What follows belongs to an exercise in optimizing a design on an open flow for small area, a short achievable clock period and few clock cycles per item; a production flow would make more cautious choices. At most, simulation tests tie the RTL to the original design; equivalence was not proved. For runs 1 and 2, only the layout was checked, not whether the RTL still works. Power and IR drop assume default switching activity.

--- config.mk ---
export PLATFORM = sky130hd
export DESIGN_NAME = photre_enc
export DESIGN_NICKNAME = photre_enc
export VERILOG_FILES = /design/flow/design.v
export SDC_FILE = /design/flow/constraint.sdc
export NUM_CORES = 4
export LEC_CHECK = 0
export CAP_MARGIN = 20
export CORE_MARGIN = 2
export CORE_UTILIZATION = 40
export CTS_BUF_LIST = sky130_fd_sc_hd__clkbuf_8
export CTS_CLUSTER_DIAMETER = 50
export CTS_CLUSTER_SIZE = 16
export SLEW_MARGIN = 20
--- constraint.sdc ---
create_clock -name core_clock -period 70.0 [get_ports {clk}]
set_input_delay 14.0000 -clock core_clock [delete_from_list [all_inputs] [get_ports {clk}]]
set_output_delay 14.0000 -clock core_clock [all_outputs]
set_load 0.01 [all_outputs]
--- design.v ---
module photre_enc (
    input  wire        clk,
    input  wire        rst,           
    input  wire        start,
    output wire        ready,         
    input  wire [6:0]  cfg_width,     
    input  wire [4:0]  cfg_rows,      
    input  wire [1:0]  cfg_depth,     
    input  wire [4:0]  cfg_q,         
    input  wire        cfg_mono,      
    input  wire        px_valid,
    output wire        px_ready,
    input  wire [15:0] px_data,
    output reg         out_valid,
    output reg  [31:0] out_data,
    output reg         out_last,
    output reg  [4:0]  out_k0,
    output reg  [15:0] out_nbits
);
    function [4:0] mstep;
        input [4:0] r;
        input       b;
        input [4:0] q;
        reg   [5:0] t;
        begin
            t = {r, b};
            mstep = (t >= {1'b0, q}) ? (t - {1'b0, q}) : t[4:0];
        end
    endfunction
    reg rst_r;
    always @(posedge clk) rst_r <= rst;
    wire srst = rst_r;
    reg        ready_r, pxr_r;
    assign ready    = ready_r;
    assign px_ready = pxr_r;
    reg        pnd;
    reg [6:0]  pW;
    reg [4:0]  pR;
    reg [1:0]  pD;
    reg [4:0]  pQ;
    reg        pM;
    reg [6:0]  cW;
    reg [4:0]  cR;
    reg [1:0]  cD;
    reg [4:0]  cQ;
    reg        cM;
    wire acc_start = start & ready_r;
    always @(posedge clk) begin
        if (acc_start) begin
            pW <= cfg_width;
            pR <= cfg_rows;
            pD <= cfg_depth;
            pQ <= cfg_q;
            pM <= cfg_mono;
        end
    end
    wire        p2 = ~cM;
    reg  [15:0] maxv;
    reg  [15:0] first;
    always @* begin
        case (cD)
            2'd0: begin maxv = 16'h03ff; first = 16'h0200; end
            2'd1: begin maxv = 16'h0fff; first = 16'h0800; end
            2'd2: begin maxv = 16'h3fff; first = 16'h2000; end
            default: begin maxv = 16'hffff; first = 16'h8000; end
        endcase
    end
    wire [3:0]  hq   = cQ[4:1];
    wire [6:0]  Wv   = (cW < 7'd4) ? 7'd4 : cW;
    wire [5:0]  N0v  = (Wv > 7'd32) ? 6'd32 : Wv[5:0];
    wire [7:0]  pWv  = p2 ? {Wv, 1'b0} : {1'b0, Wv};
    wire [4:0]  Aln  = N0v[4:0] - 5'd4;            
    wire [6:0]  Bln  = pWv[6:0] - {1'b0, N0v};     
    reg        in_act;
    reg [6:0]  in_x;
    reg [4:0]  in_r;
    wire       in_last = (in_x == pW - 7'd1) && (in_r == pR - 5'd1);
    wire       take    = px_valid & pxr_r;
    always @(posedge clk) begin
        if (srst) begin
            in_act <= 1'b0;
        end else if (acc_start) begin
            in_act <= 1'b1;
            in_x   <= 7'd0;
            in_r   <= 5'd0;
        end else if (take) begin
            if (in_x == pW - 7'd1) begin
                in_x <= 7'd0;
                in_r <= in_r + 5'd1;
                if (in_r == pR - 5'd1) in_act <= 1'b0;
            end else begin
                in_x <= in_x + 7'd1;
            end
        end
    end
    reg        r0v;
    reg [15:0] d0;
    localparam F_REAL = 0, F_CODE = 1, F_GEND = 2, F_SEND = 3,
               F_NOA = 4, F_NOB = 5, F_RP = 6, F_N0 = 7, F_CF = 8;
    localparam PH_IDLE = 3'd0, PH_P1 = 3'd1, PH_RP = 3'd2, PH_NM = 3'd3, PH_FL = 3'd4, PH_CF = 3'd5;
    reg [2:0]  ph;
    reg [6:0]  x;
    reg [4:0]  r;
    reg [1:0]  fcnt;
    reg        it_val, it_in;
    reg [8:0]  it_fl;
    reg [2:0]  nx_ph;
    reg [6:0]  nx_x;
    reg [4:0]  nx_r;
    reg [1:0]  nx_fcnt;
    reg        it_real;
    always @* begin
        it_val  = 1'b0;
        it_in   = 1'b0;
        it_fl   = 9'd0;
        nx_ph   = ph;
        nx_x    = x;
        nx_r    = r;
        nx_fcnt = fcnt;
        it_real = (x < cW);
        case (ph)
        PH_P1, PH_RP, PH_NM: begin
            it_val = 1'b1;
            it_in  = it_real && (ph != PH_RP);
            it_fl[F_REAL] = it_real;
            it_fl[F_CODE] = it_real && (ph != PH_P1);
            it_fl[F_GEND] = it_real && ((x == cW - 7'd1) || (x[4:0] == 5'd31));
            it_fl[F_SEND] = it_real && (ph != PH_P1) && (x == cW - 7'd1) && (r == cR - 5'd1);
            it_fl[F_NOA]  = p2 ? (x < 7'd2) : (x == 7'd0);
            it_fl[F_NOB]  = p2 ? (r < 5'd2) : (r == 5'd0);
            it_fl[F_RP]   = (ph == PH_RP);
            it_fl[F_N0]   = (ph != PH_NM);
            if (ph == PH_P1) begin
                if (x == {1'b0, N0v} - 7'd1) begin
                    nx_ph = PH_RP;
                    nx_x  = 7'd0;
                end else begin
                    nx_x  = x + 7'd1;
                end
            end else if (ph == PH_RP) begin
                if (x == {1'b0, N0v} - 7'd1) begin
                    if ({1'b0, N0v} == Wv) begin
                        nx_x = 7'd0;
                        if (cR == 5'd1) begin
                            nx_ph   = PH_FL;
                            nx_fcnt = 2'd0;
                        end else begin
                            nx_ph = PH_NM;
                            nx_r  = 5'd1;
                        end
                    end else begin
                        nx_ph = PH_NM;
                        nx_x  = x + 7'd1;
                    end
                end else begin
                    nx_x = x + 7'd1;
                end
            end else begin
                if (x == Wv - 7'd1) begin
                    nx_x = 7'd0;
                    if (r == cR - 5'd1) begin
                        nx_ph   = PH_FL;
                        nx_fcnt = 2'd0;
                    end else begin
                        nx_r = r + 5'd1;
                    end
                end else begin
                    nx_x = x + 7'd1;
                end
            end
        end
        PH_CF: begin
            it_val = 1'b1;
            it_fl[F_CF] = 1'b1;
            nx_ph  = PH_P1;
            nx_x   = 7'd0;
            nx_r   = 5'd0;
        end
        PH_FL: begin
            it_val  = 1'b1;
            nx_fcnt = fcnt + 2'd1;
            if (fcnt == 2'd1) nx_ph = PH_IDLE;
        end
        default: ;
        endcase
    end
    localparam NB = 17;
    reg  [2:0]  rw;           
    reg  [4:0]  rmask;        
    reg  [4:0]  kq;           
    wire [2:0]  prw = (pQ == 5'd1) ? 3'd0 : (pQ < 5'd4) ? 3'd2 : (pQ < 5'd8) ? 3'd3 :
                      (pQ < 5'd16) ? 3'd4 : 3'd5;
    wire [5:0]  pone = 6'd1 << prw;
    reg  [NB-1:0] fP;
    reg  [NB-1:0] mP;
    reg  [15:0]   mQ;
    reg  [4:0]    mR;
    function [NB-1:0] pack;
        input [16:0] qv;
        input [4:0]  rv;
        input [2:0]  w;
        begin
            pack = ({qv[15:0], 5'd0} >> (5 - w)) | {12'd0, rv};
        end
    endfunction
    reg [8:0]  f1, f2;
    reg [15:0] x1, x2;            
    reg [4:0]  y1, y2;            
    reg [NB-1:0] c1, c2;
    reg        cgeb2, cleb2;
    reg        live;
    reg [6:0]  rot;
    reg        pkst_r;
    wire aligned = ~live | (rot == 7'd0);
    wire fadv    = it_val & aligned & ~pkst_r & (~it_in | r0v) & ~srst;
    wire consume = fadv & it_in;
    wire r0free  = ~r0v | consume;
    wire act     = pnd & ((ph == PH_IDLE) | ((ph == PH_FL) & (fcnt == 2'd1) & fadv)) & ~srst;
    reg  [NB-1:0] E1, E2, T1, T2;
    reg  [NB*1-1:0] sA1;
    reg  [NB*2-1:0] sA2;
    reg  [NB*4-1:0] sA4;
    reg  [NB*8-1:0] sA8;
    reg  [NB*13-1:0] sA13;
    reg  [NB*1-1:0] sB1;
    reg  [NB*2-1:0] sB2;
    reg  [NB*4-1:0] sB4;
    reg  [NB*8-1:0] sB8;
    reg  [NB*16-1:0] sB16;
    reg  [NB*32-1:0] sB32;
    reg  [NB*33-1:0] sB33;
    wire [6:0]  pWv_ = (pW < 7'd4) ? 7'd4 : pW;
    wire [5:0]  pN0v = (pWv_ > 7'd32) ? 6'd32 : pWv_[5:0];
    wire [7:0]  ppWv = pM ? {1'b0, pWv_} : {pWv_, 1'b0};
    wire [4:0]  pAln = pN0v[4:0] - 5'd4;
    wire [6:0]  pBln = ppWv[6:0] - {1'b0, pN0v};
    reg         a13;
    reg  [3:0]  Arst;
    reg         b33n;
    reg  [5:0]  Brn;
    wire        b33  = b33n & ~f1[F_N0];
    wire [5:0]  Brst = Brn & {6{~f1[F_N0]}};
    wire [NB-1:0] ch1 = Arst[0] ? sA1[NB*1-1 -: NB] : E2;
    wire [NB-1:0] ch2 = Arst[1] ? sA2[NB*2-1 -: NB] : ch1;
    wire [NB-1:0] ch3 = Arst[2] ? sA4[NB*4-1 -: NB] : ch2;
    wire [NB-1:0] ch4 = Arst[3] ? sA8[NB*8-1 -: NB] : ch3;
    wire [NB-1:0] ch5 = a13 ? sA13[NB*13-1 -: NB] : ch4;
    wire [NB-1:0] ch6 = Brst[0] ? sB1[NB*1-1 -: NB] : ch5;
    wire [NB-1:0] ch7 = Brst[1] ? sB2[NB*2-1 -: NB] : ch6;
    wire [NB-1:0] ch8 = Brst[2] ? sB4[NB*4-1 -: NB] : ch7;
    wire [NB-1:0] ch9 = Brst[3] ? sB8[NB*8-1 -: NB] : ch8;
    wire [NB-1:0] ch10 = Brst[4] ? sB16[NB*16-1 -: NB] : ch9;
    wire [NB-1:0] ch11 = Brst[5] ? sB32[NB*32-1 -: NB] : ch10;
    wire [NB-1:0] ch12 = b33 ? sB33[NB*33-1 -: NB] : ch11;
    wire [NB-1:0] chC = ch12;
    wire [NB-1:0] rec;       
    always @(posedge clk) begin
        E1   <= fadv ? rec : T2;
        E2   <= E1;
        sA1 <= E2;
        sA2 <= {sA2[NB*1-1:0], ch1};
        sA4 <= {sA4[NB*3-1:0], ch2};
        sA8 <= {sA8[NB*7-1:0], ch3};
        sA13 <= {sA13[NB*12-1:0], ch4};
        sB1 <= ch5;
        sB2 <= {sB2[NB*1-1:0], ch6};
        sB4 <= {sB4[NB*3-1:0], ch7};
        sB8 <= {sB8[NB*7-1:0], ch8};
        sB16 <= {sB16[NB*15-1:0], ch9};
        sB32 <= {sB32[NB*31-1:0], ch10};
        sB33 <= {sB33[NB*32-1:0], ch11};
        T1   <= chC;
        T2   <= T1;
    end
    function [20:0] dsteps;
        input [4:0]  r0;
        input [15:0] xin;
        input [4:0]  q;
        input integer hi;
        input integer lo;
        integer i;
        reg [4:0]  rr;
        reg [15:0] xx;
        reg [5:0]  t;
        begin
            rr = r0;
            xx = xin;
            for (i = 15; i >= 0; i = i - 1) begin
                if (i <= hi && i >= lo) begin
                    t = {rr, xx[i]};
                    if (t >= {1'b0, q}) begin
                        rr = t[4:0] - q;
                        xx[i] = 1'b1;
                    end else begin
                        rr = t[4:0];
                        xx[i] = 1'b0;
                    end
                end
            end
            dsteps = {rr, xx};
        end
    endfunction
    wire [15:0] xs0 = it_fl[F_CF] ? first : (d0 & maxv);
    wire [20:0] ds0 = dsteps(5'd0, xs0, cQ, 15, 8);
    wire [15:0] rpQ = chC >> rw;
    wire [4:0]  rpR = chC[4:0] & rmask;
    wire [NB-1:0] c0s = p2 ? T2 : T1;
    wire [20:0]   ds1  = dsteps(y1, x1, cQ, 7, 0);
    wire [NB-1:0] b1s  = f1[F_NOB] ? fP : T1;
    wire [NB:0]   dcb  = {1'b0, c1} - {1'b0, b1s};
    wire          cgeb = ~dcb[NB];
    wire          cleb = dcb[NB] | (dcb == {(NB+1){1'b0}});
    wire [15:0]   Qv = x2;
    wire [4:0]    Rv = y2;
    wire [NB-1:0] b2 = f2[F_NOB] ? fP : T2;
    wire [NB-1:0] a2 = p2 ? E2 : E1;
    wire [4:0]    am = a2[4:0] & rmask;
    wire [4:0]    bm = b2[4:0] & rmask;
    wire [4:0]    cm = c2[4:0] & rmask;
    wire [NB:0] dca = {1'b0, c2} - {1'b0, a2};
    wire agtb = (a2 > b2);
    wire cgea = ~dca[NB];
    wire clea = dca[NB] | (dca == {(NB+1){1'b0}});
    wire cmax = cgea & cgeb2;
    wire cmin = clea & cleb2;
    wire selB = f2[F_NOA] | (~f2[F_NOB] & ((cmax & agtb) | (~cmax & cmin & ~agtb)));
    wire selC = ~f2[F_NOA] & ~f2[F_NOB] & ~cmax & ~cmin;
    wire signed [6:0] rs0  = $signed({2'b00, am}) + $signed({2'b00, bm}) - $signed({2'b00, cm});
    wire              rsn  = rs0[6];
    wire              rsq  = ~rs0[6] & (rs0 >= $signed({2'b00, cQ}));
    wire        [4:0] abcm = rsn ? (rs0[4:0] + cQ) : rsq ? (rs0[4:0] - cQ) : rs0[4:0];
    wire        [NB:0] abs0 = {1'b0, a2} + {1'b0, b2} - {1'b0, c2};
    wire        [NB-1:0] abc = rsn ? (abs0[NB-1:0] - {12'd0, kq}) :
                               rsq ? (abs0[NB-1:0] + {12'd0, kq}) : abs0[NB-1:0];
    function [2:0] cand;
        input [4:0] pm;
        input [4:0] rv;
        input [4:0] q;
        input [3:0] h;
        input [4:0] mr;
        reg signed [6:0] dd0;
        reg signed [6:0] dd;
        reg signed [6:0] t;
        begin
            dd0 = $signed({2'b00, pm}) - $signed({2'b00, rv});
            if (dd0 > $signed({3'b000, h}))
                dd = dd0 - $signed({2'b00, q});
            else if (dd0 < -$signed({3'b000, h}))
                dd = dd0 + $signed({2'b00, q});
            else
                dd = dd0;
            t = $signed({2'b00, rv}) + dd;
            cand = {t[6], ~t[6] & (t >= $signed({2'b00, q})), pm > mr};
        end
    endfunction
    wire [2:0] kA = cand(am,   Rv, cQ, hq, mR);
    wire [2:0] kB = cand(bm,   Rv, cQ, hq, mR);
    wire [2:0] kC = cand(abcm, Rv, cQ, hq, mR);
    wire [2:0] kS = selB ? kB : selC ? kC : kA;
    wire [4:0] pmS = selB ? bm : selC ? abcm : am;
    wire [16:0] Qv1  = {1'b0, Qv} + 17'd1;
    wire [15:0] Qvm  = Qv - 16'd1;
    wire        qz   = (Qv == 16'd0);
    wire        qeqm = (Qv == mQ);
    wire        q1eq = (Qv1 == {1'b0, mQ});
    wire [16:0] Qru  = kS[2] ? {1'b0, Qvm} : kS[1] ? Qv1 : {1'b0, Qv};
    wire        rneg = kS[2] & qz;
    wire        rovf = (kS[1] & (qeqm | (q1eq & kS[0]))) | (~kS[2] & ~kS[1] & qeqm & kS[0]);
    wire [NB-1:0] ruP = pack(Qru, pmS, rw);
    assign rec = rneg ? {NB{1'b0}} : rovf ? mP : ruP;
    wire [NB-1:0] Psel = selB ? b2 : selC ? abc : a2;
    wire [15:0]   Qp   = Psel >> rw;
    wire [17:0]   qe   = {rneg, rneg | Qru[16], Qru[15:0]} - {2'b00, Qp};
    wire [16:0]   msym = {qe[15:0] ^ {16{qe[17]}}, qe[17]};
    wire signed [6:0] mr0 = $signed({1'b0, y2, 1'b0}) - 7'sd1;
    wire [4:0]  mRn = mr0[6] ? (cQ - 5'd1) : (mr0 >= $signed({2'b00, cQ})) ? (mr0[4:0] - cQ) : mr0[4:0];
    wire [16:0] mQn = mr0[6] ? ({x2, 1'b0} - 17'd1) : (mr0 >= $signed({2'b00, cQ})) ? ({x2, 1'b0} + 17'd1) : {x2, 1'b0};
    wire ben = ~pkst_r;
    reg        r4v, r5v;
    reg [2:0]  f4;           
    reg [16:0] m4;
    reg  [22:0] sacc;             
    reg  [5:0]  gcnt;
    reg  [4:0]  kcur, k0r;
    wire [22:0] sm1 = sacc + {6'd0, m4};
    wire [5:0]  gn  = gcnt + 6'd1;
    reg  [4:0]  knew;
    reg  [16:0] kok;
    wire [27:0] smx = {6'd0, sm1[21:0]};
    reg  [16:0] hiz;                  
    integer     kj, ki;
    always @* begin
        hiz[16] = 1'b0;
        for (kj = 15; kj >= 0; kj = kj - 1)
            hiz[kj] = hiz[kj+1] | smx[kj + 6];
        for (ki = 0; ki < 17; ki = ki + 1)
            kok[ki] = sm1[22] | ((~hiz[ki]) & (smx[ki +: 6] < gn));
        knew = 5'd17;
        for (ki = 16; ki >= 0; ki = ki - 1)
            if (kok[ki]) knew = ki[4:0];
    end
    wire [16:0] u4   = m4 >> kcur;
    wire        esc4 = (|u4[16:5]) | (u4[4] & u4[3]);
    wire [16:0] lowm = m4 & ~(17'h1ffff << kcur);
    wire [17:0] fld4 = esc4 ? {1'b0, m4} : {lowm, 1'b1};
    wire [4:0]  off4 = esc4 ? 5'd24 : u4[4:0];
    wire [5:0]  cln4 = esc4 ? 6'd45 : ({1'b0, u4[4:0]} + {1'b0, kcur} + 6'd1);
    reg  [17:0] fld5;
    reg  [4:0]  off5;
    reg  [5:0]  cln5;
    reg         snd5;
    reg  [95:0] pacc;
    reg  [6:0]  pn;
    reg         pfl;
    reg  [15:0] nbits;
    wire        pk_in  = r5v & ~pkst_r;
    wire [6:0]  psh    = pn + {2'd0, off5};
    wire [48:0] prot   = {31'd0, fld5} << psh[4:0];
    wire        pw0    = pk_in & (psh[6:5] == 2'd0);
    wire        pw1    = pk_in & (psh[6:5] == 2'd1);
    wire        pw2    = pk_in & (psh[6:5] == 2'd2);
    wire [95:0] pins   = {({32{pw1}} & {15'd0, prot[48:32]}) | ({32{pw2}} & prot[31:0]),
                          ({32{pw0}} & {15'd0, prot[48:32]}) | ({32{pw1}} & prot[31:0]),
                          {32{pw0}} & prot[31:0]};
    wire [95:0] pT     = pacc | pins;
    wire [7:0]  pnt    = pk_in ? ({1'b0, pn} + {2'd0, cln5}) : {1'b0, pn};
    wire        pend_s = pfl | (pk_in & snd5);
    wire        pemit  = pend_s | (pnt >= 8'd32);
    wire        plast  = pend_s & (pnt <= 8'd32);
    wire [6:0]  pn_nx  = pemit ? ((pnt > 8'd32) ? (pnt[6:0] - 7'd32) : 7'd0) : pnt[6:0];
    wire        pfl_nx = pend_s & (pnt > 8'd32);
    wire        r5v_nx  = ben ? (r4v & f4[0]) : r5v;
    wire [5:0]  cln5_nx = ben ? cln4 : cln5;
    wire        pkst_nx = r5v_nx & (pfl_nx | (({1'b0, pn_nx} + {2'd0, cln5_nx}) > 8'd96));
    wire [7:0]  Lcur   = f1[F_N0] ? {2'd0, N0v} : pWv;
    reg         live_nx;
    reg  [6:0]  rot_nx;
    always @* begin
        live_nx = live;
        rot_nx  = rot;
        if (act) begin
            live_nx = 1'b0;
            rot_nx  = 7'd0;
        end else if (fadv) begin
            if (f2[F_N0]) live_nx = 1'b1;
        end else if (live) begin
            rot_nx = ({1'b0, rot} == Lcur - 8'd1) ? 7'd0 : rot + 7'd1;
        end
    end
    wire aligned_nx = ~live_nx | (rot_nx == 7'd0);
    wire [2:0]  ph_nx  = act ? PH_CF : (fadv ? nx_ph : ph);
    wire [6:0]  x_nx   = act ? 7'd0  : (fadv ? nx_x  : x);
    wire [6:0]  W_nx   = act ? pW : cW;
    wire        in_nx  = ((ph_nx == PH_P1) | (ph_nx == PH_NM)) & (x_nx < W_nx);
    wire        r0v_pr = pxr_r | (r0v & ~consume);
    wire        cons_pr = in_nx & aligned_nx & ~pkst_nx;
    wire        inact_pr = in_act & ~(pxr_r & in_last);
    wire        pxr_nx = ~rst & ~srst & inact_pr & (~r0v_pr | cons_pr);
    wire        rdy_nx = ~rst & ~srst & ~inact_pr & ~pnd & ~acc_start;
    always @(posedge clk) begin
        pxr_r   <= pxr_nx;
        ready_r <= rdy_nx;
    end
    always @(posedge clk) begin
        if (r0free) d0 <= px_data;
    end
    always @(posedge clk) begin
        if (srst) begin
            pnd    <= 1'b0;
            ph     <= PH_IDLE;
            x      <= 7'd0;
            r      <= 5'd0;
            fcnt   <= 2'd0;
            r0v    <= 1'b0;
            f1     <= 9'd0;
            f2     <= 9'd0;
            live   <= 1'b0;
            rot    <= 7'd0;
        end else begin
            if (acc_start) pnd <= 1'b1;
            r0v  <= take | (r0v & ~consume);
            live <= live_nx;
            rot  <= rot_nx;
            if (act) begin
                pnd <= 1'b0;
                cW  <= pW;
                cR  <= pR;
                cD  <= pD;
                cQ  <= pQ;
                cM  <= pM;
                rw    <= prw;
                rmask <= pone[4:0] - 5'd1;
                kq    <= pone[4:0] - pQ;
                a13  <= (pAln >= 5'd13);
                Arst <= (pAln >= 5'd13) ? (pAln[3:0] - 4'd13) : pAln[3:0];
                b33n <= (pBln >= 7'd33);
                Brn  <= (pBln >= 7'd33) ? (pBln[5:0] - 6'd33) : pBln[5:0];
                ph  <= PH_CF;
                x   <= 7'd0;
                r   <= 5'd0;
            end else if (fadv) begin
                ph   <= nx_ph;
                x    <= nx_x;
                r    <= nx_r;
                fcnt <= nx_fcnt;
            end
            if (fadv) begin
                f1 <= it_fl;
                f2 <= f1;
            end
        end
    end
    always @(posedge clk) begin
        if (fadv) begin
            x1    <= it_fl[F_RP] ? rpQ : ds0[15:0];
            y1    <= it_fl[F_RP] ? rpR : ds0[20:16];
            c1    <= c0s;
            x2    <= f1[F_RP] ? x1 : ds1[15:0];
            y2    <= f1[F_RP] ? y1 : ds1[20:16];
            c2    <= c1;
            cgeb2 <= cgeb;
            cleb2 <= cleb;
            if (f2[F_CF]) begin
                fP <= pack({1'b0, x2}, y2, rw);
                mQ <= mQn[15:0];
                mR <= mRn;
                mP <= pack(mQn, mRn, rw);
            end
        end
    end
    always @(posedge clk) begin
        if (srst) begin
            r4v <= 1'b0;
            r5v <= 1'b0;
            sacc <= 23'h7fffff;
            gcnt <= 6'd0;
        end else if (ben) begin
            r4v <= fadv & f2[F_REAL];
            r5v <= r4v & f4[0];
            if (r4v) begin
                if (f4[1]) begin
                    sacc <= 23'h7fffff;
                    gcnt <= 6'd0;
                end else begin
                    sacc <= sm1;
                    gcnt <= gn;
                end
            end
        end
    end
    always @(posedge clk) begin
        if (ben) begin
            f4   <= {f2[F_SEND], f2[F_GEND], f2[F_CODE]};
            m4   <= msym;
            fld5 <= fld4;
            off5 <= off4;
            cln5 <= cln4;
            snd5 <= f4[2];
            if (r4v & f4[1]) begin
                kcur <= knew;
                if (!f4[0]) k0r <= knew;
            end
            if (r4v & f4[2]) out_k0 <= k0r;
        end
    end
    always @(posedge clk) begin
        if (srst) begin
            pacc   <= 96'd0;
            pn     <= 7'd0;
            pfl    <= 1'b0;
            pkst_r <= 1'b0;
            nbits  <= 16'd0;
        end else begin
            pacc   <= pemit ? (pT >> 32) : pT;
            pn     <= pn_nx;
            pfl    <= pfl_nx;
            pkst_r <= pkst_nx;
            if (pk_in) begin
                if (snd5) begin
                    nbits     <= 16'd0;
                    out_nbits <= nbits + {10'd0, cln5};
                end else begin
                    nbits <= nbits + {10'd0, cln5};
                end
            end
        end
    end
    always @(posedge clk) begin
        out_valid <= pemit & ~rst & ~srst;
        out_last  <= plast & ~rst & ~srst;
        out_data  <= pT[31:0];
    end
endmodule
--- run.sh ---
#!/bin/bash
# synth_recipe.tcl (not shown) runs the flow's synth.tcl, then flattens the netlist and writes it again
# the make line also repeats each setting of config.mk as NAME=value (left out here)
make -C /OpenROAD-flow-scripts/flow DESIGN_CONFIG=/design/flow/config.mk WORK_HOME=/design/flow/orfs CLKGATE_MAP_FILE= SYNTH_SCRIPT=/design/flow/synth_recipe.tcl finish
==> reports/qor.csv, run 1 <==
metric,value,unit
run status,no timing/DRC/antenna violations,
initial antenna violation count,3,
Num CTS Buffers,234,
worst reg2reg setup slack,55.51,ns
CTS Buffer Depth,3,
Peak VDD IR,92.41,µV
hold path cells,0,
crit path time final,15.93,ns
CTS HTree Levels,4,
"antenna viol nets, final",0,
DR pass1 iterations,6,
sequential area share after synthesis,61.00,%
met3 routed WL,10.32,mm
first-pass GRT wire length,324.9,mm
clock latency (worst-skew pair),1.02,ns
synthesized instance count,8001,
"delay-heaviest family, CP",buffers and inverters,
global-route congestion overflow total,0,
synth unique cells,120,
cell chain of the critical path,clkdlybuf4s50_1,
DRT iter0 DRCs,3842,
"Arr. time, crit path",1.93,ns
DP Area,98510,µm²
Fmax,62.79,MHz
Setup Skew,0.06078,ns
vias in the first global route,56070,
Worst Hold Class,register to register,
DPL Wire Length,146.9,mm
DR DRC count,0,
Die Y-Extent,488.9,µm
"Reg clk slew, reported paths",0.10,ns
vias per std cell,5.057,
crit path buf inv count,1,
hold path endpoint,sB32[259],
Slew Limit Fails,0,
Pleak,42.39,nW
final setup TNS,0,ns
"flops & latches, synth",2716,
post-route design area,103200,µm²
power density over the cells,40.68,nW/µm²
final setup violation count,0,
synthesis-to-layout area growth,9.718,%
CP Launch Type,register,
Max-Slew Margin vs Limit,24.97,%
clk root buf,clkbuf_8,
IO buf count,96,
Post-CTS Resized,0,
Design Power,0.004198,W
Avg WL per Cell,18.32,µm
Crit Reg-Reg Endpoint,m4[13],
RSZ-0062 raised after global routing,no,
mean post-synth cell area,11.76,µm²
top routing layer used,met4,
largest net degree at the start of global routing,83,
Total GRT Usage,17.22,%
M1 WL,100.8,mm
Hold Crit Start,sB32[242],
placer congestion estimate,0.9104,
Reg2Reg Launch Point,f2[5],
worst-margin pin slew,1.125,ns
CTS tree,done,
R2R depth,54,
Post-CTS Setup Inserts,0,
detailed-route via count,57720,
NumNets Final,8722,
Critical Path RT,56.00,ns
CP Capture Type,output port,
Max stage delay on crit path,0.54,ns
Setup CP Type,register to output port,
clock sinks,2716,
number of placement rows,178,
core area,234500,µm²
I/O pins,97,
Tcrit/Tclk final,22.75,%
"Slowest-stage cell, CP",clkdlybuf4s50_1,
die area,239000,µm²
crit path max fanout,1,
max-cap violation count,0,
Post-synth EDFFs,300,
fillcell total,21560,
ys flop type,dfxtp_1,
final wirelength,209.0,mm
WL met2,91.80,mm
share of layout cells above drive strength 1,9.369,%
die width,488.9,µm
asr flop ratio synth,0,%
synthesized cell area,94050,µm²
Starting Density,40.11,%
final hold viol count,0,
"Hold-fix buffers, CTS",0,
Synth warnings,1,
-- synthesized netlist by cell type, types with 86 or more instances --
master | count | area, µm²
ha_1 | 495 | 6193
xor2_1 | 139 | 1217
edfxtp_1 | 300 | 9009
o21ai_0 | 295 | 1476
inv_1 | 344 | 1291
nand2b_1 | 86 | 538.0
a21oi_1 | 442 | 2212
clkbuf_1 | 228 | 855.8
nand2_1 | 477 | 1790
nor2b_1 | 97 | 606.8
dfxtp_1 | 2416 | 48370
nor3_1 | 134 | 670.6
nand3_1 | 122 | 610.6
a21o_1 | 129 | 968.4
mux2_2 | 246 | 2770
nor2_1 | 505 | 1896
xnor2_1 | 193 | 1690
mux2i_1 | 235 | 2352
a211oi_1 | 97 | 728.2
-- per-layer routing --
layer / up-vias / track usage [%]
met1: 27790 / 24.73
li1: 28130 / -
met2: 1470 / 26.64
met4: 0 / 5.770
met3: 329 / 2.322
met5: - / 0
-- layout by cell type, fill, tap and decap left out, types with 37 or more instances in the layout --
master           count
and3_1              81
o21a_1              42
mux2i_1            235
a21oi_1            442
fa_1                59
xnor2_1            193
nand2_1            475
ha_1               495
dfxtp_1           2415
clkbuf_8           245
mux2_2             246
nor2b_1             96
nand2b_1            80
edfxtp_1           300
nand3_1            122
xor2_1             138
a211oi_1            97
inv_1              368
a21o_1             129
buf_4               77
clkdlybuf4s50_1     96
o211ai_1            37
nor3_1             133
nor2_1             502
a31oi_1             49
a22oi_1             40
o21ai_0            294
nand4_1             39
-- power by group --
part / leakage, nW / internal (W) / switching, W
registers: 22.6 / 0.00169 / 0.0000418
logic: 17.4 / 0.000650 / 0.000914
clock network: 2.46 / 0.000367 / 0.000533
-- sequential cells by signal (all words and copies together), names as in the netlist, 34 cells and up --
name and cells:
pacc 96, sA13 221, sA2 34, sA4 68
sA8 136, sB16 272, sB2 34, sB32 544
sB33 561, sB4 68, sB8 136
-- cells by family (layout without fill, tap and decap cells) --
kind of cell               after synthesis  in the layout  synth area share (%)
AOI/OAI and AO/OA                     1516           1516                 10.55
and+or+nand+nor                       1729           1729                 8.757
adders and majority gates              555            555                 7.851
other                                    2              4              0.007985
muxes                                  510            510                 5.997
DFF                                   2716           2716                 61.00
buffers and inverters                  632            891                 2.591
xor gates and xnor gates               341            341                 3.247
-- worst max path at each step --
stage / start / to / cells past startpoint
6_report: out_nbits[14] / out_nbits[14] / 1
4_1_cts: out_nbits[14] / out_nbits[14] / 1
5_1_grt: out_nbits[14] / out_nbits[14] / 1
3_3_place_gp: start / ready_r / 5
3_5_place_dp: start / ready_r / 5
2_1_floorplan: start / in_r[0] / 3
-- layout make-up --
class / instances / area (µm²) / area share (%)
clock inverters: 124 / 1297 / 1.257
clock buffers: 245 / 3372 / 3.268
well taps: 3150 / 3941 / 3.819
inverters: 348 / 1309 / 1.268
multi-input cells: 4654 / 34340 / 33.28
diodes: 1 / 2.502 / 0.002425
repair buffers: 174 / 1554 / 1.506
flip-flops and latches: 2716 / 57380 / 55.60
-- stage by stage --
step / utilization, % / instances / worst slack, ns / hold WS [ns]
finish: 44.00 / 11410 / 54.07 / 0.2858
global route: 44.00 / 11410 / 53.96 / 0.2704
CTS: 43.99 / 11410 / 53.92 / 0.2837
detailed placement: 42.00 / 11040 / 54.01 / 0.3121
global placement: 42.00 / 11040 / 54.02 / 0.3095
floorplan: - / 8002 / 54.85 / 0.3096
==> run 2, diff against run 1 <==
--- a/config.mk
+++ b/config.mk
@@ -8,7 +8,7 @@
 export CAP_MARGIN = 20
 export CORE_MARGIN = 2
 export CORE_UTILIZATION = 40
-export CTS_BUF_LIST = sky130_fd_sc_hd__clkbuf_8
-export CTS_CLUSTER_DIAMETER = 50
-export CTS_CLUSTER_SIZE = 16
+export CTS_BUF_LIST = sky130_fd_sc_hd__clkbuf_8 sky130_fd_sc_hd__clkbuf_16
+export CTS_CLUSTER_DIAMETER = 60
+export CTS_CLUSTER_SIZE = 20
 export SLEW_MARGIN = 20
==> reports/qor.csv, run 2 <==
metric,value,unit
top flop regs,"sB33: 561 flops, sB32: 544 flops, sB16: 272 flops",
CTS tree,done,
sequential share of power,39.7,%
synthesized cell area,94050,µm²
max reg flops,561,
initial antenna violation count,2,
synth unique cells,120,
vias per std cell,5.083,
CTS HTree Levels,4,
share of layout cells above drive strength 1,8.438,%
Post-synth top cells,"dfxtp_1 (2,416), nor2_1 (505), ha_1 (495), nand2_1 (477), a21oi_1 (442)",
NetSw,0.001510,W
CP Launch Type,register,
cell chain of the critical path,clkdlybuf4s50_1,
DR DRC count,0,
n_diodes,0,
asr flop ratio synth,0,%
Tcrit/Tclk final,22.47,%
DP Area,98510,µm²
number of placement rows,178,
WL met2,91.92,mm
Total GRT Usage,17.24,%
max-cap violation count,0,
post-route design area,104300,µm²
ys flop type,dfxtp_1,
"commonest non-fill, non-tap cell in the layout",dfxtp_1,
"flops & latches, synth",2716,
"top cells by area, synth","dfxtp_1 (51%), edfxtp_1 (9.6%), ha_1 (6.6%)",
CP Capture Type,output port,
I/O pins,97,
largest reg by FF count,sB33,
"Slowest-stage cell, CP",clkdlybuf4s50_1,
vias in the first global route,55880,
most frequent cells in the layout,"dfxtp_1 (2,415), nor2_1 (502), ha_1 (495)",
Max-Slew Margin vs Limit,23.29,%
Peak VDD IR,92.23,µV
Fmax,63.59,MHz
post-synth top area share,51.42,%
largest area contributor in the netlist,dfxtp_1,
DR pass1 iterations,6,
largest net degree at the start of global routing,83,
M1 WL,101.5,mm
final hold slack,0.2887,ns
Setup CP Type,register to output port,
crit path buf inv count,1,
run status,no timing/DRC/antenna violations,
Die Y-Extent,488.9,µm
cell with the most instances after synthesis,dfxtp_1,
synthesis-to-layout area growth,10.94,%
DRT iter0 DRCs,4118,
placer congestion estimate,0.9104,
Cell Int Power,0.002855,W
worst-margin pin slew,1.151,ns
sequential area share after synthesis,61.00,%
Num CTS Buffers,184,
IO buf count,96,
"antenna viol nets, final",0,
crit path time final,15.73,ns
die width,488.9,µm
NumNets Final,8672,
switch share,34.59,%
Avg WL per Cell,18.50,µm
final wirelength,209.3,mm
"delay-heaviest family, CP",buffers and inverters,
Post-CTS Resized,0,
Comb pwr share,35.8,%
"Hold-fix buffers, CTS",0,
"Arr. time, crit path",1.73,ns
Setup Skew,0.06130,ns
Post-CTS Setup Inserts,0,
final setup violation count,0,
clk root buf,clkbuf_16,
CTS Buffer Depth,3,
final setup TNS,0,ns
Critical Path RT,56.00,ns
met3 routed WL,9.663,mm
synthesized instance count,8001,
Design Power,0.004365,W
"Reg clk slew, reported paths",0.08,ns
core area,234500,µm²
final hold viol count,0,
die area,239000,µm²
clock latency (worst-skew pair),0.85,ns
DPL Wire Length,146.9,mm
power density over the cells,41.83,nW/µm²
clock sinks,2716,
detailed-route via count,57520,
RSZ-0062 raised after global routing,no,
first-pass GRT wire length,325.3,mm
Slew Limit Fails,0,
top routing layer used,met4,
crit path max fanout,1,
global-route congestion overflow total,0,
clock power share,24.4,%
Starting Density,40.11,%
Worst Hold Class,register to register,
Max stage delay on crit path,0.54,ns
Synth warnings,1,
Pleak,42.82,nW
fillcell total,21420,
Post-synth EDFFs,300,
mean post-synth cell area,11.76,µm²
## run 2: cell types whose count changed in the layout (fill, tap and decap cells not counted), sizes merged
cell / before / now
bufinv: 6 / 1
clkbuf: 245 / 189
clkinv: 44 / 27
clkinvlp: 8 / 0
diode: 1 / 0
inv: 414 / 404
## run 2: worst paths after layout
kind	slack (ns)	start	cells past startpoint	end
max	54.27	out_data[1]	1	out_data[1]
min	0.29	sB16[19]	0	sB16[36]
max reg2reg	55.35	f2[5]	54	m4[13]
min reg2reg	0.29	sB16[19]	0	sB16[36]
## run 2: metrics by stage
stage               setup WS [ns]  std cells  util, %
floorplan                   54.85       8002        -
global placement            54.02      11040    42.00
detailed placement          54.01      11040    42.00
CTS                         54.20      11310    44.49
global route                54.06      11320    44.49
finish                      54.27      11320    44.49
## run 2: cell type report
cell class | instances | area [µm²] | share of cell area (%)
Multi-Input combinational cell | 4654 | 34340 | 32.91
Sequential cell | 2716 | 57380 | 54.99
Timing Repair Buffer | 174 | 1554 | 1.489
Clock inverter | 84 | 1117 | 1.071
Inverter | 348 | 1309 | 1.254
Clock buffer | 189 | 4707 | 4.511
Tap cell | 3150 | 3941 | 3.777
## run 2: cell families after synthesis
group / share of synthesized area (%)
buffers and inverters: 2.591
multiplexers: 5.997
other: 0.007985
XOR/XNOR: 3.247
AO/OA/AOI/OAI: 10.55
adder cells (fa/ha/maj): 7.851
flip-flops: 61.00
AND/OR/NAND/NOR: 8.757
## run 2: metal layers
layer  track usage [%]  vias to the layer above
met1             24.80                    27760
met4             5.510                        0
li1                  -                    28030
met5                 0                        -
met2             26.78                     1385
met3             2.246                      341
## run 2: power groups by stage
stage / Combinational, W / Clock (W) / Sequential [W]
after floorplan: 0.00119 / 0 / 0.00175
after global placement: 0.00150 / 0 / 0.00177
after detailed placement: 0.00154 / 0 / 0.00177
after CTS: 0.00156 / 0.00110 / 0.00174
after global routing: 0.00175 / 0.00116 / 0.00175
final: 0.00156 / 0.00107 / 0.00174
==> run 3, diff against run 2 <==
--- a/design.v
+++ b/design.v
@@ -272,6 +272,21 @@
         T1   <= chC;
         T2   <= T1;
     end
+    function [1:0] cmp17;
+        input [16:0] a;
+        input [16:0] b;
+        integer i;
+        reg eq, gt;
+        begin
+            eq = 1'b1;
+            gt = 1'b0;
+            for (i = 16; i >= 0; i = i - 1) begin
+                gt = gt | (eq & a[i] & ~b[i]);
+                eq = eq & ~(a[i] ^ b[i]);
+            end
+            cmp17 = {gt, eq};
+        end
+    endfunction
     function [20:0] dsteps;
         input [4:0]  r0;
         input [15:0] xin;
@@ -307,9 +322,9 @@
     wire [NB-1:0] c0s = p2 ? T2 : T1;
     wire [20:0]   ds1  = dsteps(y1, x1, cQ, 7, 0);
     wire [NB-1:0] b1s  = f1[F_NOB] ? fP : T1;
-    wire [NB:0]   dcb  = {1'b0, c1} - {1'b0, b1s};
-    wire          cgeb = ~dcb[NB];
-    wire          cleb = dcb[NB] | (dcb == {(NB+1){1'b0}});
+    wire [1:0]    ccb  = cmp17(c1, b1s);
+    wire          cgeb = ccb[1] | ccb[0];
+    wire          cleb = ~ccb[1];
     wire [15:0]   Qv = x2;
     wire [4:0]    Rv = y2;
     wire [NB-1:0] b2 = f2[F_NOB] ? fP : T2;
@@ -317,10 +332,11 @@
     wire [4:0]    am = a2[4:0] & rmask;
     wire [4:0]    bm = b2[4:0] & rmask;
     wire [4:0]    cm = c2[4:0] & rmask;
-    wire [NB:0] dca = {1'b0, c2} - {1'b0, a2};
-    wire agtb = (a2 > b2);
-    wire cgea = ~dca[NB];
-    wire clea = dca[NB] | (dca == {(NB+1){1'b0}});
+    wire [1:0] cca  = cmp17(c2, a2);
+    wire [1:0] cab  = cmp17(a2, b2);
+    wire agtb = cab[1];
+    wire cgea = cca[1] | cca[0];
+    wire clea = ~cca[1];
     wire cmax = cgea & cgeb2;
     wire cmin = clea & cleb2;
     wire selB = f2[F_NOA] | (~f2[F_NOB] & ((cmax & agtb) | (~cmax & cmin & ~agtb)));
@@ -332,30 +348,12 @@
     wire        [NB:0] abs0 = {1'b0, a2} + {1'b0, b2} - {1'b0, c2};
     wire        [NB-1:0] abc = rsn ? (abs0[NB-1:0] - {12'd0, kq}) :
                                rsq ? (abs0[NB-1:0] + {12'd0, kq}) : abs0[NB-1:0];
-    function [2:0] cand;
-        input [4:0] pm;
-        input [4:0] rv;
-        input [4:0] q;
-        input [3:0] h;
-        input [4:0] mr;
-        reg signed [6:0] dd0;
-        reg signed [6:0] dd;
-        reg signed [6:0] t;
-        begin
-            dd0 = $signed({2'b00, pm}) - $signed({2'b00, rv});
-            if (dd0 > $signed({3'b000, h}))
-                dd = dd0 - $signed({2'b00, q});
-            else if (dd0 < -$signed({3'b000, h}))
-                dd = dd0 + $signed({2'b00, q});
-            else
-                dd = dd0;
-            t = $signed({2'b00, rv}) + dd;
-            cand = {t[6], ~t[6] & (t >= $signed({2'b00, q})), pm > mr};
-        end
-    endfunction
-    wire [2:0] kA = cand(am,   Rv, cQ, hq, mR);
-    wire [2:0] kB = cand(bm,   Rv, cQ, hq, mR);
-    wire [2:0] kC = cand(abcm, Rv, cQ, hq, mR);
+    wire [5:0] rvh  = {1'b0, Rv} + {2'b00, hq};
+    wire [5:0] rvl  = {1'b0, Rv} - {2'b00, hq};           
+    wire       rvln = ({1'b0, Rv} < {2'b00, hq});
+    wire [2:0] kA = {({1'b0, am}   > rvh), (~rvln & ({1'b0, am}   < rvl)), (am   > mR)};
+    wire [2:0] kB = {({1'b0, bm}   > rvh), (~rvln & ({1'b0, bm}   < rvl)), (bm   > mR)};
+    wire [2:0] kC = {({1'b0, abcm} > rvh), (~rvln & ({1'b0, abcm} < rvl)), (abcm > mR)};
     wire [2:0] kS = selB ? kB : selC ? kC : kA;
     wire [4:0] pmS = selB ? bm : selC ? abcm : am;
     wire [16:0] Qv1  = {1'b0, Qv} + 17'd1;
@@ -384,6 +382,21 @@
     reg  [4:0]  kcur, k0r;
     wire [22:0] sm1 = sacc + {6'd0, m4};
     wire [5:0]  gn  = gcnt + 6'd1;
+    function lt6;
+        input [5:0] a;
+        input [5:0] b;
+        integer i;
+        reg eq, lt;
+        begin
+            eq = 1'b1;
+            lt = 1'b0;
+            for (i = 5; i >= 0; i = i - 1) begin
+                lt = lt | (eq & ~a[i] & b[i]);
+                eq = eq & ~(a[i] ^ b[i]);
+            end
+            lt6 = lt;
+        end
+    endfunction
     reg  [4:0]  knew;
     reg  [16:0] kok;
     wire [27:0] smx = {6'd0, sm1[21:0]};
@@ -394,7 +407,7 @@
         for (kj = 15; kj >= 0; kj = kj - 1)
             hiz[kj] = hiz[kj+1] | smx[kj + 6];
         for (ki = 0; ki < 17; ki = ki + 1)
-            kok[ki] = sm1[22] | ((~hiz[ki]) & (smx[ki +: 6] < gn));
+            kok[ki] = sm1[22] | ((~hiz[ki]) & lt6(smx[ki +: 6], gn));
         knew = 5'd17;
         for (ki = 16; ki >= 0; ki = ki - 1)
             if (kok[ki]) knew = ki[4:0];
==> reports/qor.csv, run 3 <==
metric,value,unit
run status,no timing/DRC/antenna violations,
Slew Limit Fails,0,
asr flop ratio synth,0,%
"flops & latches, synth",2716,
"top cells by area, synth","dfxtp_1 (54%), edfxtp_1 (10%), ha_1 (4.3%)",
Tcrit/Tclk final,22.64,%
Final WS setup,54.15,ns
Critical Path RT,70.54,ns
Post-synth EDFFs,300,
Pleak,40.83,nW
synth unique cells,101,
grt met1 use,23.90,%
final hold viol count,0,
core area,224200,µm²
Die Y-Extent,478.1,µm
sequential area share after synthesis,63.81,%
largest net degree at the start of global routing,95,
Avg WL per Cell,18.92,µm
DRT iter0 DRCs,3790,
GRT Max-Usage Layer,met2,
DR DRC count,0,
share of layout cells above drive strength 1,7.844,%
first-pass GRT wire length,315.3,mm
final wirelength,204.3,mm
clk root buf,clkbuf_16,
clock latency (worst-skew pair),0.87,ns
ys flop type,dfxtp_1,
post-synth top area share,53.79,%
final setup violation count,0,
largest reg by FF count,sB33,
Finished Layout Cells,10800,
max-cap violation count,0,
crit path time final,15.85,ns
cell with the most instances after synthesis,dfxtp_1,
clock sinks,2716,
DPL Wire Length,146.4,mm
"Reg clk slew, reported paths",0.08,ns
die area,228600,µm²
Design Power,0.004100,W
vias in the first global route,53230,
post-route design area,100100,µm²
"antenna viol nets, final",0,
"delay-heaviest family, CP",compound AO/OA/AOI/OAI gates,
Num CTS Buffers,187,
Worst Hold Class,register to register,
power density over the cells,40.94,nW/µm²
"Slowest-stage cell, CP",edfxtp_1,
IO buf count,96,
Synth warnings,1,
Setup CP Type,register to register,
synthesized cell area,89910,µm²
DP Cell Count,10510,
CTS Buffer Depth,3,
placer congestion estimate,0.9193,
CP Capture Type,register,
I/O pins,97,
initial antenna violation count,6,
detailed-route via count,54760,
mean post-synth cell area,11.77,µm²
CTS tree,done,
Post-synth top cells,"dfxtp_1 (2,416), nand2_1 (560), nor2_1 (502), a21oi_1 (360), ha_1 (307)",
crit path buf inv count,8,
synthesized instance count,7642,
CP Launch Type,register,
vias per std cell,5.072,
final setup TNS,0,ns
worst-margin pin slew,1.125,ns
GRT met2 Usage,27.63,%
Starting Density,40.10,%
Setup Skew,0.08803,ns
most frequent cells in the layout,"dfxtp_1 (2,415), nand2_1 (559), nor2_1 (499)",
met3 Usage GRT,3.051,%
Fmax,63.11,MHz
Post-CTS Resized,0,
top flop regs,"sB33: 561 flops, sB32: 544 flops, sB16: 272 flops",
CP dominant cell by count,o21ai_0,
"Hold-fix buffers, CTS",0,
number of placement rows,174,
NumNets Final,8108,
Place WS,53.73,ns
"commonest non-fill, non-tap cell in the layout",dfxtp_1,
global-route congestion overflow total,0,
synthesis-to-layout area growth,11.38,%
DP Area,94090,µm²
Max-Slew Margin vs Limit,24.69,%
crit path max fanout,11,
Post-CTS Setup Inserts,0,
RSZ-0062 raised after global routing,no,
CTS HTree Levels,4,
max reg flops,561,
largest area contributor in the netlist,dfxtp_1,
"Arr. time, crit path",16.39,ns
die width,478.1,µm
Total GRT Usage,17.54,%
Max stage delay on crit path,0.72,ns
Peak VDD IR,130.6,µV
DR pass1 iterations,6,
==> run 3: kinds of logic (layout without fill, tap and decap cells) <==
family	Yosys count	count (layout)	share of synthesized area (%)
flip-flops	2716	2716	63.81
AND/OR/NAND/NOR	1731	1731	8.931
AO/OA/AOI/OAI	1460	1460	10.76
buffers and inverters	610	769	2.598
multiplexers	397	397	4.855
adder cells (fa/ha/maj)	389	389	5.753
XOR/XNOR	337	337	3.283
other	2	6	0.008353
==> run 3: final timing paths <==
kind	slack (ns)	endpoint	start	cells after the start
worst min register to register	0.27	sB33[229]	sB33[212]	0
worst max register to register	54.15	y2[0]	cQ[2]	67
worst min-delay path	0.27	sB33[229]	sB33[212]	0
worst max-delay path	54.15	y2[0]	cQ[2]	67
==> run 3: layout make-up <==
cell class | instances | area [µm²]
inverter | 316 | 1187
clock buffer | 192 | 4760
multi-input combinational | 4317 | 30250
clock inverter | 89 | 1279
antenna | 3 | 7.507
fill | 20660 | 124100
tap | 2992 | 3744
sequential | 2716 | 57380
timing repair buffer | 172 | 1531
==> run 3: metrics by stage <==
| stage | util, % | hold WS [ns] |
|---|---|---|
| 6_report | 44.66 | 0.2705 |
| 5_1_grt | 44.65 | 0.2827 |
| 4_1_cts | 44.65 | 0.2631 |
| 3_5_place_dp | 41.96 | 0.3121 |
| 3_3_place_gp | 41.96 | 0.3096 |
| 2_1_floorplan | - | 0.3096 |
==> run 3: routing by layer <==
layer | vias to the layer above | part of all wire (%)
met3 | 352 | 5.2
li1 | 26650 | -
met5 | - | 0.0093
met4 | 2 | 4.0
met2 | 1300 | 44
met1 | 26460 | 46
==> run 3: power breakdown <==
group / switching, W / internal (W)
Clock: 0.000556 / 0.000529
Sequential: 0.0000535 / 0.00172
Combinational: 0.000726 / 0.000516
Testbench counts of run 3, summed over its fixed seeds: cycles 102,161, pixels 98,304.
==> run 4, diff against run 3 <==
--- a/config.mk
+++ b/config.mk
@@ -8,7 +8,7 @@
 export CAP_MARGIN = 20
 export CORE_MARGIN = 2
 export CORE_UTILIZATION = 40
-export CTS_BUF_LIST = sky130_fd_sc_hd__clkbuf_8 sky130_fd_sc_hd__clkbuf_16
-export CTS_CLUSTER_DIAMETER = 60
-export CTS_CLUSTER_SIZE = 20
+export CTS_BUF_LIST = sky130_fd_sc_hd__clkbuf_8
+export CTS_CLUSTER_DIAMETER = 50
+export CTS_CLUSTER_SIZE = 16
 export SLEW_MARGIN = 20
==> reports/qor.csv, run 4 <==
metric,value,unit
"antenna viol nets, final",0,
CP Capture Type,output port,
final setup violation count,0,
die area,228600,µm²
clock power share,24.0,%
synth unique cells,101,
Synth warnings,1,
max-cap violation count,0,
clk root buf,clkbuf_8,
NetSw,0.001321,W
RSZ-0062 raised after global routing,no,
die width,478.1,µm
Setup Skew,0.08538,ns
Max stage delay on crit path,0.65,ns
Critical Path RT,56.00,ns
Total GRT Usage,17.60,%
"delay-heaviest family, CP",buffers and inverters,
Die Y-Extent,478.1,µm
asr flop ratio synth,0,%
largest net degree at the start of global routing,95,
switch share,33.30,%
crit path buf inv count,1,
vias in the first global route,53680,
Peak VDD IR,131.1,µV
Pleak,40.49,nW
Reg2Reg Launch Point,cQ[2],
fillcell total,20850,
Post-CTS Resized,0,
Post-synth EDFFs,300,
synthesis-to-layout area growth,10.30,%
Hold Crit Start,sB8[48],
mean post-synth cell area,11.77,µm²
Post-synth top cells,"dfxtp_1 (2,416), nand2_1 (560), nor2_1 (502), a21oi_1 (360), ha_1 (307)",
worst-margin pin slew,1.120,ns
Crit Reg-Reg Endpoint,y2[0],
sequential share of power,44.7,%
Cell Int Power,0.002647,W
"Hold-fix buffers, CTS",0,
"Arr. time, crit path",1.98,ns
power density over the cells,40.01,nW/µm²
hold path cells,0,
run status,no timing/DRC/antenna violations,
share of layout cells above drive strength 1,8.990,%
Avg WL per Cell,18.81,µm
hold path endpoint,sB8[65],
cell with the most instances after synthesis,dfxtp_1,
"Slowest-stage cell, CP",clkdlybuf4s50_1,
"top cells by area, synth","dfxtp_1 (54%), edfxtp_1 (10%), ha_1 (4.3%)",
cell chain of the critical path,clkdlybuf4s50_1,
CTS HTree Levels,4,
CP Launch Type,register,
max reg flops,561,
R2R depth,67,
Setup CP Type,register to output port,
DRT iter0 DRCs,3663,
Comb pwr share,31.3,%
sequential area share after synthesis,63.81,%
I/O pins,97,
placer congestion estimate,0.9193,
Worst Hold Class,register to register,
Fmax,62.58,MHz
IO buf count,96,
Post-CTS Setup Inserts,0,
number of placement rows,174,
top flop regs,"sB33: 561 flops, sB32: 544 flops, sB16: 272 flops",
Starting Density,40.10,%
vias per std cell,5.047,
Max-Slew Margin vs Limit,25.03,%
most frequent cells in the layout,"dfxtp_1 (2,415), nand2_1 (559), nor2_1 (499)",
initial antenna violation count,9,
Num CTS Buffers,241,
largest reg by FF count,sB33,
DR DRC count,0,
final setup TNS,0,ns
Tcrit/Tclk final,22.83,%
worst reg2reg setup slack,54.14,ns
crit path time final,15.98,ns
CTS Buffer Depth,3,
final hold viol count,0,
synthesized instance count,7642,
DR pass1 iterations,8,
core area,224200,µm²
Finished Layout Cells,10910,
DP Cell Count,10510,
clock sinks,2716,
clock latency (worst-skew pair),1.04,ns
largest area contributor in the netlist,dfxtp_1,
Design Power,0.003968,W
ys flop type,dfxtp_1,
detailed-route via count,55060,
crit path max fanout,1,
synthesized cell area,89910,µm²
NumNets Final,8162,
final wirelength,205.1,mm
"commonest non-fill, non-tap cell in the layout",dfxtp_1,
CTS tree,done,
global-route congestion overflow total,0,
"Reg clk slew, reported paths",0.09,ns
DPL Wire Length,146.4,mm
first-pass GRT wire length,316.1,mm
post-synth top area share,53.79,%
Slew Limit Fails,0,
"flops & latches, synth",2716,
[run 4: logic make-up after synthesis]
kind of cell / after synthesis / share of synthesized area [%]
muxes: 397 / 4.855
AOI/OAI and AO/OA: 1460 / 10.76
buffers and inverters: 610 / 2.598
DFF: 2716 / 63.81
and+or+nand+nor: 1731 / 8.931
xor gates and xnor gates: 337 / 3.283
adders and majority gates: 389 / 5.753
other: 2 / 0.008353
[run 4: layout make-up]
class / instances / area [µm²] / area share [%]
sequential: 2716 / 57380 / 57.86
inverter: 316 / 1187 / 1.197
multi-input combinational: 4317 / 30250 / 30.50
timing repair buffer: 172 / 1531 / 1.544
clock buffer: 250 / 3441 / 3.470
antenna: 7 / 17.52 / 0.01766
tap: 2992 / 3744 / 3.775
clock inverter: 138 / 1620 / 1.634
[run 4: how the worst max path moves through the flow]
| stage | cells past startpoint | slack (ns) | endpoint | from |
|---|---|---|---|---|
| detailed placement | 6 | 53.73 | in_r[0] | start |
| CTS | 1 | 53.87 | out_last | out_last |
| global placement | 6 | 53.76 | in_r[0] | start |
| global route | 68 | 52.46 | y2[0] | cQ[2] |
| floorplan | 5 | 54.43 | in_r[0] | start |
| finish | 1 | 54.02 | out_last | out_last |
[run 4: layer usage]
metal | track usage, % | up-vias | wire (µm) | share of wire, %
met5 | 0 | - | 0 | 0
met4 | 7.525 | 0 | 8483 | 4.1
met3 | 3.028 | 388 | 11050 | 5.4
met2 | 27.68 | 1385 | 90940 | 44
met1 | 23.87 | 26490 | 94650 | 46
li1 | - | 26790 | - | -
[run 4: power by group through the flow]
stage | clock network [W] | registers, W | logic (W)
after floorplan | 0 | 0.00178 | 0.000951
after global placement | 0 | 0.00181 | 0.00123
after detailed placement | 0 | 0.00181 | 0.00123
after CTS | 0.000990 | 0.00177 | 0.00124
after global routing | 0.00105 | 0.00178 | 0.00139
final | 0.000953 | 0.00177 | 0.00124
[run 4: metrics by stage]
step / hold WS, ns / cell area (µm²) / utilization, % / worst slack [ns]
global route: 0.2975 / 99160 / 44.22 / 52.46
global placement: 0.3096 / 94090 / 41.96 / 53.76
detailed placement: 0.3121 / 94090 / 41.96 / 53.73
finish: 0.3002 / 99170 / 44.23 / 54.02
CTS: 0.2864 / 99150 / 44.22 / 53.87
floorplan: 0.3096 / 89910 / - / 54.43

==> separate check: timing with driven ports <==
How much do the figures lean on ideal ports? The routed layouts below were timed once more, with nothing changed but the port constraints. Step 1, drivers: a clkbuf_16 drives clk and a buf_2 each remaining input, both assumed. Step 2, shift: input delay + t, output delay - t, t = (earliest + latest rising clock arrival at the registers) / 2. This alone moves slack from input paths to output paths. Slacks: ideal ports / drivers / drivers and shift; pairs: ideal ports / drivers.
run	t, ns	setup WS [ns]	pins driven straight from the clock port
run 1	1.079	54.074 / 53.992 / 54.055	1
run 2	0.920	54.274 / 54.174 / 54.019	1
run 3	0.916	54.155 / 54.080 / 53.843	1
run 4	1.077	54.021 / 53.937 / 53.796	1
After both steps every run listed still meets setup and hold. The setup slack of run 3, which loses most, moves by -0.075 ns with the drivers and by -0.312 ns with both steps.
